This is an optimization exercise on Yosys and OpenROAD, whose aim is small area, a short achievable clock period and few clock cycles, not a production implementation. In this exercise RTL edits were held to simulation tests only and were not proved equivalent to the original. Power figures rest on the tool's default switching activity, not on a simulated workload.

Setup of run A:
==> flow/design.v (excerpt) <==
module sillar_fpu (
    input  wire        clk,
    input  wire        rst,
    input  wire        in_valid,
    output wire        in_ready,
    input  wire [5:0]  in_op,
    input  wire [1:0]  in_rm,
    input  wire [31:0] in_a,
    input  wire [31:0] in_b,
    input  wire [31:0] in_c,
    output reg         out_valid,
    output reg  [31:0] out_res,
    output reg  [4:0]  out_flags
);
export LEC_CHECK = 0
export CAP_MARGIN = 20
export CORE_MARGIN = 2
export CORE_UTILIZATION = 40
export SLEW_MARGIN = 20
create_clock -name core_clock -period 22.0 [get_ports {clk}]
run.sh (not shown) runs the stock make flow with config.mk's settings and CLKGATE_MAP_FILE= SYNTH_SCRIPT=/design/flow/synth_recipe.tcl, a recipe that flattens the netlist after the stock synthesis.
Run A: all stages complete, timing, DRC and antenna checks passed
Testbench counts of run A, summed over its fixed seeds: cycles 48,040.
#### Input delta (run D over run A)
diff --git a/flow/design.v b/flow/design.v
--- a/flow/design.v
+++ b/flow/design.v
@@ -60,58 +60,58 @@
     wire f2i_big = (ez > 8'd158) | ((ez == 8'd158) & (~x[31] | ~mz0));
     wire [23:0] mx = {hx, x[22:0] & {23{xm}}};
     wire [23:0] my = {hy, y[22:0] & {23{ym}}};
     wire [47:0] psn, pcn;
     fpu_mul u_mul (.x(mx), .y(my), .sn(psn), .cn(pcn));
     wire [8:0] epp = {1'b0, ex} + {1'b0, ey};
     wire signed [10:0] ep = $signed({2'b0, epp}) - 11'sd100;
     wire signed [10:0] sh_raw = ep - $signed({3'b0, ez});
     wire big_c = ~c_zero & (p_zero | sh_raw[10]);
-    wire over  = ~sh_raw[10] & (sh_raw[9:0] > 10'd75);
+    wire signed [10:0] sh_ov = $signed({2'b0, epp}) + $signed({3'b111, ~ez}) - 11'sd175;
+    wire over  = ~sh_ov[10];
     wire signed [10:0] e74 = big_c ? $signed({3'b0, ez}) : ep;
     wire [31:0] mz = is_i2f ? x : {hz, zf & {23{hz}}, 8'd0};
     wire [106:0] ext = {mz, 75'd0} >> sh_raw[6:0];
     wire [74:0] al = big_c ? {mz, 43'd0} :
                      over  ? {74'd0, hz} :
                      {ext[106:33], |ext[32:0]};
     wire eff_sub = sp ^ sz;
     wire [74:0] alx = al ^ {75{eff_sub}};
-    wire [74:0] aln1 = ~(misc ? {38'd0, misc_flags, misc_res} : alx);
-    wire [48:0] tn_b1 = {1'b1, psn};
-    wire [48:0] tn_c1 = {1'b1, pcn};
-    wire [48:0] un_s1 = aln1[49:1] ^ tn_b1 ^ tn_c1;
-    wire [47:0] un_c1 = (aln1[48:1] & psn) | (pcn & (aln1[48:1] ^ psn));
-    reg [74:0] r_usn;        
-    reg [49:2] r_ucn;        
+    reg [47:0] r_psn, r_pcn;
+    reg [74:0] r_aln;
     reg        r_sub;
     reg signed [10:0] r_e74;
     reg        r_sp, r_zsign, r_nan, r_inv, r_inf, r_infs, r_misc, r_f2i, r_fnan, r_fbig;
     reg [1:0]  r_rm;
     always @(posedge clk) begin
-        r_usn   <= {aln1[74:50], un_s1, aln1[0]};
-        r_ucn   <= un_c1;
+        r_psn   <= psn;
+        r_pcn   <= pcn;
+        r_aln   <= ~(misc ? {38'd0, misc_flags, misc_res} : alx);
         r_sub   <= eff_sub;
         r_e74   <= e74;
         r_sp    <= sp;
         r_zsign <= zsign;
         r_nan   <= spec_nan;
         r_inv   <= spec_inv;
         r_inf   <= spec_inf;
         r_infs  <= spec_infs;
         r_rm    <= rm;
         r_misc  <= misc;
         r_f2i   <= is_f2i;
         r_fnan  <= f2i_nan;
         r_fbig  <= f2i_big;
     end
-    wire [74:0] r_al = ~r_usn;
-    wire [76:0] un_s = {~r_sub, ~r_sub, r_usn[74:2], r_f2i ? 2'd0 : r_usn[1:0]};
-    wire [76:0] un_c = {{27{1'b1}}, r_ucn, 2'b11};
+    wire [74:0] r_al = ~r_aln;
+    wire [76:0] tn_a = {~r_sub, ~r_sub, r_aln[74:2], r_f2i ? 2'd0 : r_aln[1:0]};
+    wire [76:0] tn_b = {{28{1'b1}}, r_psn, 1'b1};
+    wire [76:0] tn_c = {{28{1'b1}}, r_pcn, 1'b1};
+    wire [76:0] un_s = tn_a ^ tn_b ^ tn_c;
+    wire [76:0] un_c = {(tn_a[75:0] & tn_b[75:0]) | (tn_c[75:0] & (tn_a[75:0] ^ tn_b[75:0])), 1'b1};
     wire [76:0] hp = un_s ^ un_c;
     reg  [76:0] gg, pp, gn, pn;
     integer l, k;
     always @(*) begin
         gg = ~(un_s | un_c);
         pp = hp;
         for (l = 0; l < 7; l = l + 1) begin
             gn = gg;
             pn = pp;
@@ -2049,19 +2049,18 @@
     output reg  [4:0]  out_flags
 );
     assign in_ready = 1'b1;
     wire [5:0] o = in_op;
     wire d_as  = ~o[4] & ~o[3] & ~o[2] & ~o[1];           
     wire d_fma = ~o[4] & ~o[3] & (o[2] | (o[1] & o[0]));   
     wire d_i2f = o[3] & o[1] & o[0];
     wire d_f2i = o[3] & o[2];
     wire d_one = d_as | d_i2f | d_f2i;
-    wire d_prd = ~o[4] & ~o[3] & ~(o[2] & (o[1] | o[0]));   
     wire za = (in_a[30:23] == 8'd0);
     wire zb = (in_b[30:23] == 8'd0);
     wire zc = (in_c[30:23] == 8'd0);
     reg        v0;
     reg [5:0]  op0;
     reg [1:0]  rm0;
     reg [31:0] x0, y0, c0;
     reg [7:0]  ex0, ey0, ez0;
     reg        hx0, xm0, hy0, ym0, one0, hz0, sz0, zb0, zc0, i2f0, f2i0;
@@ -2070,20 +2069,20 @@
         op0  <= in_op;
         rm0  <= in_rm;
         x0   <= in_a;
         y0   <= in_b;
         c0   <= in_c;
         ex0  <= d_i2f ? 8'd159 : d_f2i ? 8'd172 : in_a[30:23];
         ey0  <= d_one ? 8'd127 : in_b[30:23];
         ez0  <= d_as ? in_b[30:23] : d_fma ? in_c[30:23] :
                 d_i2f ? 8'd158 : d_f2i ? in_a[30:23] : 8'd0;
-        hx0  <= d_i2f ? in_a[31] : d_prd & ~za;
-        xm0  <= d_prd & ~za;
+        hx0  <= d_i2f ? in_a[31] : ~d_f2i & ~za;
+        xm0  <= ~o[3] & ~za;
         hy0  <= d_one | ~zb;
         ym0  <= ~d_one & ~zb;
         one0 <= d_one;
         hz0  <= d_as ? ~zb : d_fma ? ~zc : d_f2i & ~za;
         sz0  <= d_as ? in_b[31] ^ o[0] : d_fma & in_c[31];
         zb0  <= d_as;
         zc0  <= d_fma;
         i2f0 <= d_i2f;
         f2i0 <= d_f2i;
Notes after the runs:
- More vias were needed by run D than by run A.
- Looking at critical path depth, run D sits 2 above run A.
- Run D and run A ended up with roughly the same final core area utilization.
- Count of filler cells inserted in the layout, run A and run D, higher one = run D.
- Run D falls short of run A in internal power consumption.
- Required arrival time at the worst endpoint delta for run D relative to run A: 0.06 ns higher
- The wire length of run D exceeds that of run A by 6.0%.
Testbench counts of run D, summed over its fixed seeds: cycles 48,040.

afterwards: timing with drivers on the ports:
No port has a modelled driver above. Below, the same layouts with a new extraction and two added sets of constraints. Step 1 assumes that a clkbuf_16 drives the clock port and a buf_2 every other input. Step 2 times the ports against the registers' clock, not the clock port: input delays grow and output delays shrink by t, the midpoint of the rising clock arrivals with the driver on. Slacks: no drivers / after step 1 / after step 2; pairs: no drivers / after step 1.
| run | shift t [ns] | setup WS [ns] | worst hold slack (ns) | worst setup path at the end |
|---|---|---|---|---|
| run A | 0.720 | 15.056 / 15.056 / 15.056 | 0.315 / 0.315 / 0.315 | register to register |
| run D | 0.746 | 15.804 / 15.804 / 15.598 | 0.324 / 0.324 / 0.324 | input to register |
After both steps every run listed still meets setup and hold. For run D, which loses most, drivers alone change the setup slack by 0.000 ns; drivers and shift together by -0.206 ns.
